This design comes from an exercise in tuning for small area, a short achievable clock period and few clock cycles per item on the open sky130 flow, not from production work. RTL that was checked went through simulation tests only; none was proved equivalent to the original. Power and IR drop assume default switching activity.

## lp_div
module lp_div (
    input  wire        clk,
    input  wire        rst,         
    input  wire        start,       
    input  wire        signed_op,   
    input  wire [31:0] dividend,    
    input  wire [31:0] divisor,     
    output wire        in_ready,
    output reg         done,
    output wire [31:0] quotient,
    output wire [31:0] remainder,
    output wire        dz,          
    output wire        ov           
);
    function [5:0] lzc32(input [31:0] x);
        reg [15:0] z1; reg [15:0] c1;
        reg [7:0]  z2; reg [15:0] c2;
        reg [3:0]  z3; reg [11:0] c3;
        reg [1:0]  z4; reg [7:0]  c4;
        integer i;
        begin
            for (i = 0; i < 16; i = i + 1) begin
                z1[i] = ~(x[2*i+1] | x[2*i]);
                c1[i] = ~x[2*i+1];
            end
            for (i = 0; i < 8; i = i + 1) begin
                z2[i] = z1[2*i+1] & z1[2*i];
                c2[2*i +: 2] = z1[2*i+1] ? {1'b1, c1[2*i]} : {1'b0, c1[2*i+1]};
            end
            for (i = 0; i < 4; i = i + 1) begin
                z3[i] = z2[2*i+1] & z2[2*i];
                c3[3*i +: 3] = z2[2*i+1] ? {1'b1, c2[4*i +: 2]} : {1'b0, c2[4*i+2 +: 2]};
            end
            for (i = 0; i < 2; i = i + 1) begin
                z4[i] = z3[2*i+1] & z3[2*i];
                c4[4*i +: 4] = z3[2*i+1] ? {1'b1, c3[6*i +: 3]} : {1'b0, c3[6*i+3 +: 3]};
            end
            lzc32 = (z4[1] & z4[0]) ? 6'd32
                  : (z4[1] ? {2'b01, c4[3:0]} : {2'b00, c4[7:4]});
        end
    endfunction
    function [5:0] lzmag(input [31:0] x, input neg);
        reg pw;
        integer i;
        begin
            pw = neg;
            for (i = 1; i < 32; i = i + 1)
                pw = pw & (x[i] | ~x[i-1]);
            lzmag = lzc32(x ^ {32{neg}}) - {5'd0, pw};
        end
    endfunction
    reg        a_vld;
    reg [31:0] a_dvd;       
    reg [31:0] a_dsr;       
    reg [5:0]  a_lza;       
    reg [5:0]  a_lzd;       
    reg        a_nq, a_nr;
    reg        b_busy;      
    reg        b_fix;       
    reg [4:0]  b_cnt;       
    reg [31:0] b_rem;       
    reg [31:0] b_d;         
    reg [31:0] b_q;         
  ...
For scale: ~1800 cells after synthesis, ~190 flip-flops, about 16000 um^2 of cells after synthesis.
clock: 5.0 ns
lec_check: 0
cap_margin: 20
core_margin: 2
core_utilization: 40
slew_margin: 20
run.sh (not shown) runs the stock make flow with config.mk's settings and CLKGATE_MAP_FILE= SYNTH_SCRIPT=/design/flow/synth_recipe.tcl, a recipe that flattens the netlist after the stock synthesis.
Change:
- SETUP_SLACK_MARGIN: default -> 2.0
The new run completed without violations.
Global-route usage came out higher by 0.65 points.
Register-to-register slack improved by 0.70 ns.
Sequential share of layout area came out lower by 1.7 points.
Count of clock-buffer cells in the layout is unchanged.
Setup slack improves by 0.96 ns.
Power came out higher by 5.0%.
Wire length goes up by 3.8%.
Clock skew increases by 0.0045 ns.
Synthesized area stays the same.
Core utilization climbs by 2.7 points.
First-iteration DRC count drops by 4.6%.
No functional check of the RTL was part of any run of this note.

The RTL this note starts from:
==> flow/design.v <==
module lp_div (
    input  wire        clk,
    input  wire        rst,         
    input  wire        start,       
    input  wire        signed_op,   
    input  wire [31:0] dividend,    
    input  wire [31:0] divisor,     
    output wire        in_ready,
    output reg         done,
    output reg  [31:0] quotient,
    output reg  [31:0] remainder,
    output reg         dz,          
    output reg         ov           
);
    function [31:0] below_or(input [31:0] x);
        reg [31:0] p;
        integer l, i, j;
        begin
            p = {x[30:0], 1'b0};
            for (l = 0; l < 5; l = l + 1)
                for (i = 0; i < 32; i = i + 1)
                    if ((i >> l) & 1) begin
                        j = ((i >> l) << l) - 1;
                        p[i] = p[i] | p[j];
                    end
            below_or = p;
        end
    endfunction
    function [31:0] cneg(input [31:0] x, input s);
        cneg = x ^ ({32{s}} & below_or(x));
    endfunction
    function [32:0] add32c(input [31:0] x, input [31:0] y, input cin);
        reg [31:0] g, p, t;
        integer l, i, j;
        begin
            t = x ^ y;
            g = x & y;
            p = t;
            g[0] = g[0] | (p[0] & cin);
            for (l = 0; l < 5; l = l + 1)
                for (i = 0; i < 32; i = i + 1)
                    if ((i >> l) & 1) begin
                        j = ((i >> l) << l) - 1;
                        g[i] = g[i] | (p[i] & g[j]);
                        p[i] = p[i] & p[j];
                    end
            add32c[32] = g[31];
            add32c[0]  = t[0] ^ cin;
            for (i = 1; i < 32; i = i + 1)
                add32c[i] = t[i] ^ g[i-1];
        end
    endfunction
    function [33:0] add33c(input [32:0] x, input [32:0] y, input cin);
        reg [32:0] g, p, t;
        integer l, i, j;
        begin
            t = x ^ y;
            g = x & y;
            p = t;
            g[0] = g[0] | (p[0] & cin);
            for (l = 0; l < 6; l = l + 1)
                for (i = 0; i < 33; i = i + 1)
                    if ((i >> l) & 1) begin
                        j = ((i >> l) << l) - 1;
                        g[i] = g[i] | (p[i] & g[j]);
                        p[i] = p[i] & p[j];
                    end
            add33c[33] = g[32];
            add33c[0]  = t[0] ^ cin;
            for (i = 1; i < 33; i = i + 1)
                add33c[i] = t[i] ^ g[i-1];
        end
    endfunction
    function [34:0] add35(input [34:0] x, input [34:0] y, input cin);
        reg [34:0] g, p, t;
        integer l, i, j;
        begin
            t = x ^ y;
            g = x & y;
            p = t;
            g[0] = g[0] | (p[0] & cin);
            for (l = 0; l < 6; l = l + 1)
                for (i = 0; i < 35; i = i + 1)
                    if ((i >> l) & 1) begin
                        j = ((i >> l) << l) - 1;
                        g[i] = g[i] | (p[i] & g[j]);
                        p[i] = p[i] & p[j];
                    end
            add35[0] = t[0] ^ cin;
            for (i = 1; i < 35; i = i + 1)
                add35[i] = t[i] ^ g[i-1];
        end
    endfunction
    function [5:0] lzc32(input [31:0] x);
        reg [15:0] z1; reg [15:0] c1;
        reg [7:0]  z2; reg [15:0] c2;
        reg [3:0]  z3; reg [11:0] c3;
        reg [1:0]  z4; reg [7:0]  c4;
        integer i;
        begin
            for (i = 0; i < 16; i = i + 1) begin
                z1[i] = ~(x[2*i+1] | x[2*i]);
                c1[i] = ~x[2*i+1];
            end
            for (i = 0; i < 8; i = i + 1) begin
                z2[i] = z1[2*i+1] & z1[2*i];
                c2[2*i +: 2] = z1[2*i+1] ? {1'b1, c1[2*i]} : {1'b0, c1[2*i+1]};
            end
            for (i = 0; i < 4; i = i + 1) begin
                z3[i] = z2[2*i+1] & z2[2*i];
                c3[3*i +: 3] = z2[2*i+1] ? {1'b1, c2[4*i +: 2]} : {1'b0, c2[4*i+2 +: 2]};
            end
            for (i = 0; i < 2; i = i + 1) begin
                z4[i] = z3[2*i+1] & z3[2*i];
                c4[4*i +: 4] = z3[2*i+1] ? {1'b1, c3[6*i +: 3]} : {1'b0, c3[6*i+3 +: 3]};
            end
            lzc32 = (z4[1] & z4[0]) ? 6'd32
                  : (z4[1] ? {2'b01, c4[3:0]} : {2'b00, c4[7:4]});
        end
    endfunction
    function [5:0] lzmag(input [31:0] x, input neg);
        reg pw;
        integer i;
        begin
            pw = neg;
            for (i = 1; i < 32; i = i + 1)
                pw = pw & (x[i] | ~x[i-1]);
            lzmag = lzc32(x ^ {32{neg}}) - {5'd0, pw};
        end
    endfunction
    reg        a_vld;
    reg [31:0] a_dvd;       
    reg [31:0] a_dsx;       
    reg [5:0]  a_lza;       
    reg [5:0]  a_lzd;       
    reg        a_nq, a_nr;
    reg        a_pos;       
    reg        b_busy;      
    reg        b_short;     
    reg        b_first;     
    reg [3:0]  b_cnt;       
    reg [31:0] b_rem;       
    reg [31:0] b_d;         
    reg [31:0] b_q;         
    reg        b_nq, b_nr, b_dz, b_ov;
    reg        b_pos;       
    reg [31:0] o_rem;       
    reg        o_nq, o_nr, o_dz, o_ov;
    reg        o_done;
    wire fin_it  = b_busy & (b_cnt == 4'd0);
    wire b_ready = ~b_busy | fin_it;          
    wire load    = a_vld & b_ready;
    assign in_ready = ~a_vld | b_ready;
    wire take    = start & in_ready;
    wire dvd_neg = signed_op & dividend[31];
    wire dsr_neg = signed_op & divisor[31];
    wire [6:0]  shd  = {1'b0, a_lzd} - {1'b0, a_lza};
    wire [5:0]  sh   = shd[5:0];              
    wire        qz   = shd[6];                
    wire        a_dz = a_lzd[5];
    wire        short = qz | a_dz;
    wire [31:0] d_s1 = sh[1] ? {a_dsx[29:0], {2{a_pos}}}  : a_dsx;
    wire [31:0] d_s2 = sh[2] ? {d_s1[27:0],  {4{a_pos}}}  : d_s1;
    wire [31:0] d_s3 = sh[3] ? {d_s2[23:0],  {8{a_pos}}}  : d_s2;
    wire [31:0] d_al = sh[4] ? {d_s3[15:0], {16{a_pos}}}  : d_s3;
    wire        a_ov = a_nr & ~a_nq & (a_lza == 6'd0) & (a_lzd == 6'd31);
    wire [34:0] x3 = {3'b000, b_rem};
    wire [34:0] y3 = {3'b111, b_d};
    wire [34:0] z3 = {2'b11, b_d, b_pos};
    wire [32:0] r1 = add32c(b_rem, b_d, b_pos);
    wire [33:0] r2 = add33c({1'b0, b_rem}, {b_d, b_pos}, b_pos);
    wire [34:0] cs_s = x3 ^ y3 ^ z3;
    wire [34:0] cs_c = (x3 & y3) | (x3 & z3) | (y3 & z3);
    wire [34:0] r3 = add35(cs_s, {cs_c[33:0], b_pos}, b_pos);
    wire        f1 = r1[32];
    wire        f2 = r2[33];
    wire        f3 = ~r3[34];
    wire [31:0] rem_nx = f3 ? r3[31:0] : f2 ? r2[31:0] : f1 ? r1[31:0] : b_rem;
    wire [1:0]  dig    = {f2, f3 | (f1 & ~f2)};
    always @(posedge clk) begin
        if (rst) begin
            a_vld   <= 1'b0;
            b_busy  <= 1'b0;
            b_short <= 1'b0;
            o_done  <= 1'b0;
            done    <= 1'b0;
        end else begin
            if (take) begin
                a_vld <= 1'b1;
            end else if (load) begin
                a_vld <= 1'b0;
            end
            b_busy  <= load ? ~short : (b_busy & (b_cnt != 4'd0));
            b_short <= load & short;
            o_done  <= fin_it | b_short;
            done    <= o_done;
        end
        if (take) begin
            a_dvd <= cneg(dividend, dvd_neg);
            a_dsx <= divisor ^ {32{~dsr_neg}};
            a_lza <= lzmag(dividend, dvd_neg);
            a_lzd <= lzmag(divisor, dsr_neg);
            a_nq  <= dvd_neg ^ dsr_neg;
            a_nr  <= dvd_neg;
            a_pos <= ~dsr_neg;
        end
        if (load) begin
            b_nq  <= a_nq;
            b_nr  <= a_nr;
            b_dz  <= a_dz;
            b_ov  <= a_ov;
            b_pos <= a_pos;
        end
        b_rem   <= load ? a_dvd : rem_nx;
        b_d     <= load ? d_al  : {2'b11, b_d[31:2]};
        b_cnt   <= load ? sh[4:1] : b_cnt - 4'd1;
        b_first <= load;
        b_q     <= b_short ? {32{b_dz}}
                           : {b_q[29:0] & {30{~b_first}}, dig};
        o_rem   <= b_short ? b_rem : rem_nx;
        o_nq    <= b_nq;
        o_nr    <= b_nr;
        o_dz    <= b_dz;
        o_ov    <= b_ov;
    end
    always @(posedge clk) begin
        quotient  <= cneg(b_q, o_nq);
        remainder <= cneg(o_rem, o_nr);
        dz        <= o_dz;
        ov        <= o_ov;
    end
endmodule
Settings: LEC_CHECK=0, ABC_AREA=1, CAP_MARGIN=20, CORE_MARGIN=2, CORE_UTILIZATION=55, SETUP_SLACK_MARGIN=2.3, SLEW_MARGIN=20, TNS_END_PERCENT=0; clock period 5.0 ns.
standard.sh (not shown) runs the stock make flow with config.mk's settings and CLKGATE_MAP_FILE= SYNTH_SCRIPT=/design/flow/synth_recipe.tcl, a recipe that flattens the netlist after the stock synthesis.
==> flow/flow/run.sh <==
#!/bin/bash
# The standard layout flow, unchanged except that the port buffers
# are the library's smallest plain buffer instead of a delay buffer.
# Every input and output port still gets its own buffer.
set -euo pipefail
export BUFFER_PORTS_ARGS="-buffer_cell sky130_fd_sc_hd__buf_2"
bash standard.sh > standard.log 2>&1
The first run went through all stages and came out clean.
Testbench counts at the start, summed over its fixed seeds: cycles 11,027, divs 3,200.
Change:
==> flow/flow/run.sh (replaced) <==
#!/bin/bash
# Standard layout flow, run whole; keeps its log here.
bash standard.sh > standard.log 2>&1
--- a/flow/config.mk
+++ b/flow/config.mk
@@ -11,3 +11,3 @@
 export CORE_UTILIZATION = 55
-export SETUP_SLACK_MARGIN = 2.3
+export SETUP_SLACK_MARGIN = 2.0
 export SLEW_MARGIN = 20
=> Sequential share of layout area goes down by 1.3 points. Worst setup slack loses 110 ps. Routed wire length goes up by a few percent. Via count goes up slightly. Hold slack gains 13 ps. Core utilization goes up by 2.9 points. Die area stays the same.
Change:
==> flow/flow/run.sh (replaced) <==
#!/bin/bash
# The standard layout flow, unchanged except that the port buffers
# are the library's smallest plain buffer instead of a delay buffer.
# Every input and output port still gets its own buffer.
set -euo pipefail
export BUFFER_PORTS_ARGS="-buffer_cell sky130_fd_sc_hd__buf_2"
bash standard.sh > standard.log 2>&1
--- a/flow/config.mk
+++ b/flow/config.mk
@@ -11,3 +11,3 @@
 export CORE_UTILIZATION = 55
-export SETUP_SLACK_MARGIN = 2.0
+export SETUP_SLACK_MARGIN = 1.7
 export SLEW_MARGIN = 20
=> The new run passed the timing, DRC and antenna checks. Final area drops by about 6%. Flip-flop and latch count does not change. Global-route usage drops by 0.80 points. Wire length falls by 4.7%.
Change:
--- a/flow/config.mk
+++ b/flow/config.mk
@@ -11,3 +11,3 @@
 export CORE_UTILIZATION = 55
-export SETUP_SLACK_MARGIN = 1.7
+export SETUP_SLACK_MARGIN = 2.0
 export SLEW_MARGIN = 20
The new run produced a clean layout.
Synthesized cell count is unchanged.
Fmax came out higher by a few percent.
Register-to-register slack gets better by 180 ps.
Worst hold slack degrades by 5.3 ps.
Design area grows slightly.

what the ideal ports hide:
No port has a modelled driver above. Below, the same layouts with a new extraction and two added sets of constraints. Step 1, drivers: a clkbuf_16 drives clk and a buf_2 each remaining input, both assumed. Step 2 times the ports against the registers' clock, not the clock port: input delays grow and output delays shrink by t, the midpoint of the rising clock arrivals with the driver on. a / b / c = ideal ports / drivers / drivers and shift; a / b = the first two.
run	t (ns)	setup slack, ns	worst setup path after step 2
the first run of note 1	0.489	0.936 / 0.964 / 0.474	input to register
the second run of note 1	0.506	1.892 / 1.907 / 1.401	input to register
the first run of note 2	0.593	2.063 / 2.063 / 1.544	input to register
the second run of note 2	0.585	1.958 / 1.940 / 1.476	input to register
the third run of note 2	0.595	1.791 / 1.791 / 1.341	input to register
the fourth run of note 2	0.593	1.974 / 1.974 / 1.499	input to register
After both steps setup and hold are still met in every run listed. The setup slack of the first run of note 2, which loses most, moves by 0.000 ns with the drivers and by -0.519 ns with both steps.
